From an optimization exercise on the open Yosys and OpenROAD flow, aimed at small area, a short achievable clock period and few clock cycles per item; shortcuts taken in it are not production practice. The RTL was checked by simulation tests, not by an equivalence proof against the original design.

==> run E: inputs <==
## loop_engine
module loop_engine (
    input  wire               clk,
    input  wire               rst,         
    input  wire               start,       
    input  wire               init,        
    input  wire               pbsafe,      
    input  wire               run,         
    input  wire               stopping,    
    input  wire               llen,
    input  wire               tren,
    input  wire               trexm,
    input  wire               trlohz,
    input  wire signed [11:0] code,        
    input  wire signed [17:0] isum,        
    input  wire        [15:0] rll,         
    input  wire        [9:0]  linband,
    input  wire        [5:0]  trhyst,
    input  wire        [9:0]  trmaxs,
    input  wire        [15:0] dtrhi,       
    input  wire        [15:0] dtrlo,
    input  wire        [15:0] dmax,
    input  wire        [15:0] dmin,
    input  wire        [15:0] dhwmax,
    input  wire        [15:0] kcl,         
    input  wire        [15:0] ilimt,
    input  wire        [15:0] ilim,        
    input  wire signed [23:0] b0,          
    input  wire signed [23:0] b1,
    input  wire signed [23:0] b2,
    input  wire signed [23:0] a1,          
    input  wire signed [23:0] a2,
    input  wire signed [23:0] a3,
    input  wire signed [23:0] ki,          
    input  wire        [3:0]  bsh,
    input  wire        [4:0]  ish,
    input  wire signed [15:0] imin,        
    input  wire signed [15:0] imax,
    output wire               ready,
    output reg                done,
    output wire        [19:0] word,        
    output reg         [1:0]  tag,
    output wire signed [15:0] eeff_o,
    output wire        [1:0]  trstate,
    output reg                clamphi,
    output reg                clamplo,
    output reg                windup,
    output wire               ilimact,
    output wire        [39:0] integ,       
    output wire        [31:0] yout,        
    output reg                evt_trf,
    output reg                evt_trtof,
    output reg                evt_windf,
    output reg                evt_ilimf,
    output reg                fault_ilim
);
    localparam [1:0] TAG_LIN = 2'd0, TAG_TRHI = 2'd1, TAG_TRLO = 2'd2, TAG_NOSINK = 2'd3;
  ...
make LEC_CHECK=0 CAP_MARGIN=20 CORE_MARGIN=2 CORE_UTILIZATION=25 SLEW_MARGIN=20 finish   # period 22.0 ns
run.sh (not shown) runs the stock make flow with config.mk's settings and CLKGATE_MAP_FILE= SYNTH_SCRIPT=/design/flow/synth_recipe.tcl, a recipe that flattens the netlist after the stock synthesis.
==> run H: changes against run E <==
--- a/flow/design.v
+++ b/flow/design.v
@@ -94,21 +94,23 @@
     reg        [6:0]  x7;           
     reg        [4:0]  low5;         
     reg               ll_sat, ll_neg;
     reg signed [10:0] d1_q;         
     reg signed [6:0]  d2_q;         
     reg               lmhit_q;      
     reg               trnge_q;      
-    reg               c_inv;        
     reg               pre_q;        
     reg        [9:0]  lb_q;
-    reg signed [18:0] dsub_q;       
+    reg signed [17:0] isum_q;
+    reg        [15:0] ilim_s;
+    reg signed [15:0] imin_q, imax_q;
     reg        [15:0] dmax_q, dmin_q, dhw_q, dtrhi_q, dtrlo_q;
     assign eeff_o = eeff;
     wire [9:0]  lb    = (linband < 10'd16) ? 10'd16 : linband;
+    wire signed [18:0] dsub_q = $signed({isum_q[17], isum_q}) - $signed({3'd0, ilim_s});    
     wire [32:0] bx1 = {opx[31], opx};
     wire [32:0] bx2 = {opx, 1'b0};
     localparam [55:0] BOOTH_C = -(56'h555555 << 32);
     reg  [55:0] prod;
     reg  [32:0] bm;
     integer bi;
     always @(*) begin
@@ -199,16 +201,16 @@
     wire        [17:0] ll_opnd = ll_neg ? {2'b0, ll_mag} : ~{2'b0, ll_mag};
     wire signed [17:0] ediff   = {{2{eeff[15]}}, eeff} + $signed(ll_opnd) + {17'd0, ll_neg ? ll_cin : !ll_cin};
     wire signed [15:0] eeff_l  = (ediff > 18'sd32767)  ? 16'sh7fff :
                                  (ediff < -18'sd32768) ? 16'sh8000 : ediff[15:0];
     wire signed [16:0] eabs   = eeff[15] ? -{eeff[15], eeff} : {1'b0, eeff};
     wire signed [16:0] eeff17 = {eeff[15], eeff};
     wire signed [16:0] enot17 = ~eeff17;                                    
-    wire               f_gt_c = eeff17 > $signed({7'd0, linband}) && eeff17 > 17'sd16;
-    wire               f_lt_c = enot17 >= $signed({7'd0, linband}) && enot17 >= 17'sd16;
+    wire               f_gt_c = eeff17 > $signed({7'd0, lb_q});
+    wire               f_lt_c = enot17 >= $signed({7'd0, lb_q});
     wire               f_in_c = eabs <= 17'sd1 || eabs <= $signed({{6{d1_q[10]}}, d1_q}) ||
                                 eabs <= $signed({{10{d2_q[6]}}, d2_q});
     wire signed [16:0] lbs    = {7'd0, lb_q};
     wire               outband = f_gt || f_lt;
     wire [1:0] tr_in = run ? tr_q : 2'd0;
     reg  [1:0] tr_c;
     reg        entry_c, forced_c, exit_c, block_c;
@@ -249,20 +251,21 @@
                                 {ai_t[39:1], ai_t[0] & ~ai_tie};
     wire signed [41:0] pre_v  = $signed({2'b0, d_prev, 18'd0}) - $signed({{2{y1[31]}}, y1, 8'd0});
     wire signed [39:0] pre_c  = (pre_v > 42'sh7f_ffff_ffff) ? 40'sh7f_ffff_ffff :
                                 (pre_v < -42'sh80_0000_0000) ? 40'sh80_0000_0000 : pre_v[39:0];
     wire signed [39:0] raw_c  = pre_q ? pre_c : ai_c;
     wire signed [16:0] raw_h  = raw_c[39:23];
     wire               raw_lz = (raw_c[22:0] == 23'd0);
-    wire               c_lo   = raw_h < $signed({imin[15], imin});                   
-    wire               c_hi   = raw_h > $signed({imax[15], imax}) ||
-                                (raw_h == $signed({imax[15], imax}) && !raw_lz);      
-    wire               c_eqh  = raw_h == $signed({imax[15], imax}) && raw_lz;       
-    wire signed [39:0] ilo    = {{1{imin[15]}}, imin, 23'd0};
-    wire signed [39:0] ihi    = {{1{imax[15]}}, imax, 23'd0};
+    wire               c_inv  = imin_q > imax_q;                                      
+    wire               c_lo   = raw_h < $signed({imin_q[15], imin_q});               
+    wire               c_hi   = raw_h > $signed({imax_q[15], imax_q}) ||
+                                (raw_h == $signed({imax_q[15], imax_q}) && !raw_lz);  
+    wire               c_eqh  = raw_h == $signed({imax_q[15], imax_q}) && raw_lz;   
+    wire signed [39:0] ilo    = {{1{imin_q[15]}}, imin_q, 23'd0};
+    wire signed [39:0] ihi    = {{1{imax_q[15]}}, imax_q, 23'd0};
     wire signed [39:0] it_c   = (c_inv || (c_hi && !c_lo)) ? ihi : c_lo ? ilo : raw_c;
     wire               clip_c = c_inv ? !c_eqh : (c_lo || c_hi);
     wire signed [41:0] us     = {{2{it[39]}}, it} + {{2{y1[31]}}, y1, 8'h80};
     wire signed [33:0] us_t   = us[41:8];
     wire               us_tie = (us[7:0] == 8'd0);
     wire signed [31:0] u      = (us_t > 34'sh7fff_ffff)  ? 32'sh7fff_ffff :
                                 (us_t < -34'sh8000_0000) ? 32'sh8000_0000 :
@@ -272,35 +275,36 @@
     wire signed [39:0] dhw_v   = {10'd0, dhw_q, 14'd0};
     wire signed [39:0] dmax_v  = {10'd0, dmax_q, 14'd0};
     wire signed [39:0] dmin_v  = {10'd0, dmin_q, 14'd0};
     wire        [15:0] dtr     = (tr_n == 2'd1) ? dtrhi_q : dtrlo_q;
     wire signed [39:0] dtr_v   = {10'd0, dtr, 14'd0};
     wire signed [39:0] u_v     = {{8{u[31]}}, u};
     wire               sel_cl  = ilim_c && (clim < dhw_v);                   
-    wire               h_lt_M  = sel_cl ? (clim < dmax_v)  : (dhw_q < dmax_q);
-    wire               m_lt_h  = sel_cl ? (dmin_v < clim)  : (dmin_q < dhw_q);
-    wire               t_lt_h  = sel_cl ? (dtr_v < clim)   : (dtr < dhw_q);
-    wire               u_ge_h  = sel_cl ? (u_v >= clim)    : (u_v >= dhw_v);
-    wire               u_le_h  = sel_cl ? (u_v <= clim)    : (u_v <= dhw_v);
+    wire signed [39:0] hwcl    = sel_cl ? clim : dhw_v;
+    wire               h_lt_M  = hwcl < dmax_v;
+    wire               m_lt_h  = dmin_v < hwcl;
+    wire               t_lt_h  = dtr_v < hwcl;
+    wire               u_ge_h  = u_v >= hwcl;
+    wire               u_le_h  = u_v <= hwcl;
     wire               m_lt_M  = dmin_q < dmax_q;
     wire               f_is_m  = m_lt_h && m_lt_M;          
     wire               u_ge_M  = u_v >= dmax_v;
     wire               u_le_M  = u_v <= dmax_v;
     wire               u_le_m  = u_v <= dmin_v;
     wire               ge_ceil = h_lt_M ? u_ge_h : u_ge_M;
     wire               le_ceil = h_lt_M ? u_le_h : u_le_M;
     wire               le_floor = f_is_m ? u_le_m : le_ceil;
     wire               lin     = (tr_n == 2'd0);
     wire               sel_c   = ge_ceil;                   
     wire               sel_f   = !ge_ceil && le_floor;      
     wire               inhib   = sel_c ? (!eeff[15] && eeff != 16'sd0) : sel_f ? eeff[15] : 1'b0;
     wire        [20:0] wu_r    = {1'b0, u[29:10]} + {20'd0, (u[9:0] > 10'h200) || (u[9:0] == 10'h200 && u[10])};
     wire        [19:0] w_u     = u[31] ? 20'd0 : (u[30] || wu_r[20]) ? 20'hFFFFF : wu_r[19:0];
-    wire        [20:0] wc_r    = {1'b0, clim[29:10]} + {20'd0, (clim[9:0] > 10'h200) || (clim[9:0] == 10'h200 && clim[10])};
-    wire        [19:0] w_h     = !sel_cl ? {dhw_q, 4'd0} : clim[39] ? 20'd0 : wc_r[19:0];
+    wire        [20:0] wc_r    = {1'b0, hwcl[29:10]} + {20'd0, (hwcl[9:0] > 10'h200) || (hwcl[9:0] == 10'h200 && hwcl[10])};
+    wire        [19:0] w_h     = hwcl[39] ? 20'd0 : wc_r[19:0];
     wire        [19:0] w_M     = {dmax_q, 4'd0};
     wire        [19:0] w_m     = {dmin_q, 4'd0};
     wire        [19:0] w_t     = {dtr, 4'd0};
     wire        [19:0] w_ceil  = h_lt_M ? w_h : w_M;
     wire        [19:0] w_floor = f_is_m ? w_m : w_ceil;
     wire        [19:0] word_c  = !lin ? (t_lt_h ? w_t : w_h) :
                                  sel_c ? w_ceil : sel_f ? w_floor : w_u;
@@ -325,18 +329,20 @@
             acc <= acc_n;
         if (!busy && start) begin
             eeff    <= {{4{code[11]}}, code};
             d1_q    <= $signed({1'b0, linband}) - $signed({5'd0, trhyst});
             d2_q    <= 7'sd16 - $signed({1'b0, trhyst});
             lmhit_q <= {1'b0, ilimn} + 17'd1 >= {1'b0, ilimt};
             trnge_q <= trn >= trmaxs && trn != 10'd0;
-            c_inv   <= imin > imax;
         end
         lb_q    <= lb;
-        dsub_q  <= $signed({isum[17], isum}) - $signed({3'd0, ilim});
+        isum_q  <= isum;
+        ilim_s  <= ilim;
+        imin_q  <= imin;
+        imax_q  <= imax;
         dmax_q  <= dmax;
         dmin_q  <= dmin;
         dhw_q   <= dhwmax;
         dtrhi_q <= dtrhi;
         dtrlo_q <= dtrlo;
         if (busy && mode && ph == 4'd2) begin
             ll_neg <= isum[17];
==> run X: changes against run E <==
--- a/flow/design.v
+++ b/flow/design.v
@@ -94,21 +94,23 @@
     reg        [6:0]  x7;           
     reg        [4:0]  low5;         
     reg               ll_sat, ll_neg;
     reg signed [10:0] d1_q;         
     reg signed [6:0]  d2_q;         
     reg               lmhit_q;      
     reg               trnge_q;      
-    reg               c_inv;        
     reg               pre_q;        
     reg        [9:0]  lb_q;
-    reg signed [18:0] dsub_q;       
+    reg signed [17:0] isum_q;
+    reg        [15:0] ilim_s;
+    reg signed [15:0] imin_q, imax_q;
     reg        [15:0] dmax_q, dmin_q, dhw_q, dtrhi_q, dtrlo_q;
     assign eeff_o = eeff;
     wire [9:0]  lb    = (linband < 10'd16) ? 10'd16 : linband;
+    wire signed [18:0] dsub_q = $signed({isum_q[17], isum_q}) - $signed({3'd0, ilim_s});    
     wire [32:0] bx1 = {opx[31], opx};
     wire [32:0] bx2 = {opx, 1'b0};
     localparam [55:0] BOOTH_C = -(56'h555555 << 32);
     reg  [55:0] prod;
     reg  [32:0] bm;
     integer bi;
     always @(*) begin
@@ -199,16 +201,16 @@
     wire        [17:0] ll_opnd = ll_neg ? {2'b0, ll_mag} : ~{2'b0, ll_mag};
     wire signed [17:0] ediff   = {{2{eeff[15]}}, eeff} + $signed(ll_opnd) + {17'd0, ll_neg ? ll_cin : !ll_cin};
     wire signed [15:0] eeff_l  = (ediff > 18'sd32767)  ? 16'sh7fff :
                                  (ediff < -18'sd32768) ? 16'sh8000 : ediff[15:0];
     wire signed [16:0] eabs   = eeff[15] ? -{eeff[15], eeff} : {1'b0, eeff};
     wire signed [16:0] eeff17 = {eeff[15], eeff};
     wire signed [16:0] enot17 = ~eeff17;                                    
-    wire               f_gt_c = eeff17 > $signed({7'd0, linband}) && eeff17 > 17'sd16;
-    wire               f_lt_c = enot17 >= $signed({7'd0, linband}) && enot17 >= 17'sd16;
+    wire               f_gt_c = eeff17 > $signed({7'd0, lb_q});
+    wire               f_lt_c = enot17 >= $signed({7'd0, lb_q});
     wire               f_in_c = eabs <= 17'sd1 || eabs <= $signed({{6{d1_q[10]}}, d1_q}) ||
                                 eabs <= $signed({{10{d2_q[6]}}, d2_q});
     wire signed [16:0] lbs    = {7'd0, lb_q};
     wire               outband = f_gt || f_lt;
     wire [1:0] tr_in = run ? tr_q : 2'd0;
     reg  [1:0] tr_c;
     reg        entry_c, forced_c, exit_c, block_c;
@@ -249,20 +251,21 @@
                                 {ai_t[39:1], ai_t[0] & ~ai_tie};
     wire signed [41:0] pre_v  = $signed({2'b0, d_prev, 18'd0}) - $signed({{2{y1[31]}}, y1, 8'd0});
     wire signed [39:0] pre_c  = (pre_v > 42'sh7f_ffff_ffff) ? 40'sh7f_ffff_ffff :
                                 (pre_v < -42'sh80_0000_0000) ? 40'sh80_0000_0000 : pre_v[39:0];
     wire signed [39:0] raw_c  = pre_q ? pre_c : ai_c;
     wire signed [16:0] raw_h  = raw_c[39:23];
     wire               raw_lz = (raw_c[22:0] == 23'd0);
-    wire               c_lo   = raw_h < $signed({imin[15], imin});                   
-    wire               c_hi   = raw_h > $signed({imax[15], imax}) ||
-                                (raw_h == $signed({imax[15], imax}) && !raw_lz);      
-    wire               c_eqh  = raw_h == $signed({imax[15], imax}) && raw_lz;       
-    wire signed [39:0] ilo    = {{1{imin[15]}}, imin, 23'd0};
-    wire signed [39:0] ihi    = {{1{imax[15]}}, imax, 23'd0};
+    wire               c_inv  = imin_q > imax_q;                                      
+    wire               c_lo   = raw_h < $signed({imin_q[15], imin_q});               
+    wire               c_hi   = raw_h > $signed({imax_q[15], imax_q}) ||
+                                (raw_h == $signed({imax_q[15], imax_q}) && !raw_lz);  
+    wire               c_eqh  = raw_h == $signed({imax_q[15], imax_q}) && raw_lz;   
+    wire signed [39:0] ilo    = {{1{imin_q[15]}}, imin_q, 23'd0};
+    wire signed [39:0] ihi    = {{1{imax_q[15]}}, imax_q, 23'd0};
     wire signed [39:0] it_c   = (c_inv || (c_hi && !c_lo)) ? ihi : c_lo ? ilo : raw_c;
     wire               clip_c = c_inv ? !c_eqh : (c_lo || c_hi);
     wire signed [41:0] us     = {{2{it[39]}}, it} + {{2{y1[31]}}, y1, 8'h80};
     wire signed [33:0] us_t   = us[41:8];
     wire               us_tie = (us[7:0] == 8'd0);
     wire signed [31:0] u      = (us_t > 34'sh7fff_ffff)  ? 32'sh7fff_ffff :
                                 (us_t < -34'sh8000_0000) ? 32'sh8000_0000 :
@@ -272,35 +275,36 @@
     wire signed [39:0] dhw_v   = {10'd0, dhw_q, 14'd0};
     wire signed [39:0] dmax_v  = {10'd0, dmax_q, 14'd0};
     wire signed [39:0] dmin_v  = {10'd0, dmin_q, 14'd0};
     wire        [15:0] dtr     = (tr_n == 2'd1) ? dtrhi_q : dtrlo_q;
     wire signed [39:0] dtr_v   = {10'd0, dtr, 14'd0};
     wire signed [39:0] u_v     = {{8{u[31]}}, u};
     wire               sel_cl  = ilim_c && (clim < dhw_v);                   
-    wire               h_lt_M  = sel_cl ? (clim < dmax_v)  : (dhw_q < dmax_q);
-    wire               m_lt_h  = sel_cl ? (dmin_v < clim)  : (dmin_q < dhw_q);
-    wire               t_lt_h  = sel_cl ? (dtr_v < clim)   : (dtr < dhw_q);
-    wire               u_ge_h  = sel_cl ? (u_v >= clim)    : (u_v >= dhw_v);
-    wire               u_le_h  = sel_cl ? (u_v <= clim)    : (u_v <= dhw_v);
+    wire signed [39:0] hwcl    = sel_cl ? clim : dhw_v;
+    wire               h_lt_M  = hwcl < dmax_v;
+    wire               m_lt_h  = dmin_v < hwcl;
+    wire               t_lt_h  = dtr_v < hwcl;
+    wire               u_ge_h  = u_v >= hwcl;
+    wire               u_le_h  = u_v <= hwcl;
     wire               m_lt_M  = dmin_q < dmax_q;
     wire               f_is_m  = m_lt_h && m_lt_M;          
     wire               u_ge_M  = u_v >= dmax_v;
     wire               u_le_M  = u_v <= dmax_v;
     wire               u_le_m  = u_v <= dmin_v;
     wire               ge_ceil = h_lt_M ? u_ge_h : u_ge_M;
     wire               le_ceil = h_lt_M ? u_le_h : u_le_M;
     wire               le_floor = f_is_m ? u_le_m : le_ceil;
     wire               lin     = (tr_n == 2'd0);
     wire               sel_c   = ge_ceil;                   
     wire               sel_f   = !ge_ceil && le_floor;      
     wire               inhib   = sel_c ? (!eeff[15] && eeff != 16'sd0) : sel_f ? eeff[15] : 1'b0;
     wire        [20:0] wu_r    = {1'b0, u[29:10]} + {20'd0, (u[9:0] > 10'h200) || (u[9:0] == 10'h200 && u[10])};
     wire        [19:0] w_u     = u[31] ? 20'd0 : (u[30] || wu_r[20]) ? 20'hFFFFF : wu_r[19:0];
-    wire        [20:0] wc_r    = {1'b0, clim[29:10]} + {20'd0, (clim[9:0] > 10'h200) || (clim[9:0] == 10'h200 && clim[10])};
-    wire        [19:0] w_h     = !sel_cl ? {dhw_q, 4'd0} : clim[39] ? 20'd0 : wc_r[19:0];
+    wire        [20:0] wc_r    = {1'b0, hwcl[29:10]} + {20'd0, (hwcl[9:0] > 10'h200) || (hwcl[9:0] == 10'h200 && hwcl[10])};
+    wire        [19:0] w_h     = hwcl[39] ? 20'd0 : wc_r[19:0];
     wire        [19:0] w_M     = {dmax_q, 4'd0};
     wire        [19:0] w_m     = {dmin_q, 4'd0};
     wire        [19:0] w_t     = {dtr, 4'd0};
     wire        [19:0] w_ceil  = h_lt_M ? w_h : w_M;
     wire        [19:0] w_floor = f_is_m ? w_m : w_ceil;
     wire        [19:0] word_c  = !lin ? (t_lt_h ? w_t : w_h) :
                                  sel_c ? w_ceil : sel_f ? w_floor : w_u;
@@ -325,18 +329,20 @@
             acc <= acc_n;
         if (!busy && start) begin
             eeff    <= {{4{code[11]}}, code};
             d1_q    <= $signed({1'b0, linband}) - $signed({5'd0, trhyst});
             d2_q    <= 7'sd16 - $signed({1'b0, trhyst});
             lmhit_q <= {1'b0, ilimn} + 17'd1 >= {1'b0, ilimt};
             trnge_q <= trn >= trmaxs && trn != 10'd0;
-            c_inv   <= imin > imax;
         end
         lb_q    <= lb;
-        dsub_q  <= $signed({isum[17], isum}) - $signed({3'd0, ilim});
+        isum_q  <= isum;
+        ilim_s  <= ilim;
+        imin_q  <= imin;
+        imax_q  <= imax;
         dmax_q  <= dmax;
         dmin_q  <= dmin;
         dhw_q   <= dhwmax;
         dtrhi_q <= dtrhi;
         dtrlo_q <= dtrlo;
         if (busy && mode && ph == 4'd2) begin
             ll_neg <= isum[17];
==> flow/flow/run.sh (new file) <==
#!/bin/bash
# Standard layout (standard synthesis included), with repair_timing aiming for more
# setup slack than the clock period strictly needs.
set -euo pipefail
bash standard.sh SETUP_SLACK_MARGIN=15.5 TNS_END_PERCENT=10 finish > run_make.log 2>&1
==> flow/standard.sh (new file) <==
#!/bin/bash
# synth_recipe.tcl (not shown) runs the flow's synth.tcl, then flattens the netlist and writes it again
# the make line also repeats each setting of config.mk as NAME=value (left out here)
make -C /OpenROAD-flow-scripts/flow DESIGN_CONFIG=/design/flow/config.mk WORK_HOME=/design/flow/orfs CLKGATE_MAP_FILE= SYNTH_SCRIPT=/design/flow/synth_recipe.tcl "${@:-finish}"
removed: flow/run.sh
==> comparison table <==
| item | run E | run H | run X |
|---|---|---|---|
| Endpoint of the lowest-slack register-to-register path | i_q[6] | d_prev[1] | i_q[9] |
| CTS-repair resized insts | 0 | 0 | 237 |
| Routed length per instance | 24.21 um | 25.90 um | 26.73 um |
| Fraction of area in clock buffers and inverters | 3.363% | 3.545% | 3.523% |
| Depth of the worst register-to-register path | 22 | 27 | 30 |
| Post-CTS Setup Repair Bufs | 0 | 0 | 87 |
| Critical register-to-register path startpoint | y1[23] | isum_q[0] | y1[1] |
| Antenna diodes | 7 | 24 | 20 |
| Crit. path cell count | 22 | 27 | 30 |
| Wire length of the first global-routing pass | 430000 um | 440100 um | 452900 um |
| CORE AREA | 0.2760 mm2 | 0.2708 mm2 | 0.2708 mm2 |
| Unrepaired setup endpoints after global routing | false | false | true |
| Result of the run | timing/DRC/antenna clean | timing/DRC/antenna clean | finished with violations |
| Violated checks | - | - | max-capacitance violations, max-slew violations |
| Critical path peak fanout | 40 | 23 | 30 |
| Grt met3 use | 4.103% | 4.525% | 5.423% |
| Adder-cell share of the synthesized area | 21.82% | 21.14% | 21.14% |
| Post-DP HPWL | 234200 um | 243800 um | 247500 um |
| Initial Utilization | 25.07% | 25.15% | 25.15% |
| Fraction of area in multi-input gates | 61.48% | 60.00% | 59.25% |
| Number of combinational gates with multiple inputs | 6490 | 6227 | 6233 |
| Aggregate routed wire length | 298200 um | 309900 um | 323400 um |
| Well tap count | 3705 | 3570 | 3570 |
| Non-clock buffer share of cell area | 8.441% | 8.574% | 10.32% |
Testbench counts of run E, summed over its fixed seeds: cycles 231,970, samples 20,000.
Testbench counts of run H, summed over its fixed seeds: cycles 231,970, samples 20,000.
Testbench counts of run X, summed over its fixed seeds: cycles 231,970, samples 20,000.

-- afterwards: timing with drivers on the ports --
The results above use ideal ports. As a check the final layouts listed here were re-extracted and re-timed, cells and wires unchanged.
Step 1 sets driving cells, clkbuf_16 on the clock port and buf_2 on the other inputs (assumed; they add their load-dependent delay and slew).
Step 2 moves the port delays by t, midway between the first and last clock arrival at a register: inputs arrive t later, outputs are due t later. That takes back most of the time a late clock gives input paths.
Three values: no drivers, after step 1, after step 2; two values: the first two.
run | shift t [ns] | slack for setup (ns) | worst hold slack (ns) | slew at the worst register clock pin (ns)
run E | 0.803 | 13.770 / 13.770 / 13.158 | 0.313 / 0.313 / 0.313 | 0.07 / 0.07
run H | 0.802 | 12.853 / 12.853 / 12.853 | 0.324 / 0.324 / 0.324 | 0.07 / 0.07
run X | 0.816 | 14.951 / 14.951 / 14.145 | 0.327 / 0.327 / 0.327 | 0.08 / 0.08
For run X, which loses most, drivers alone change the setup slack by 0.000 ns; drivers and shift together by -0.806 ns.
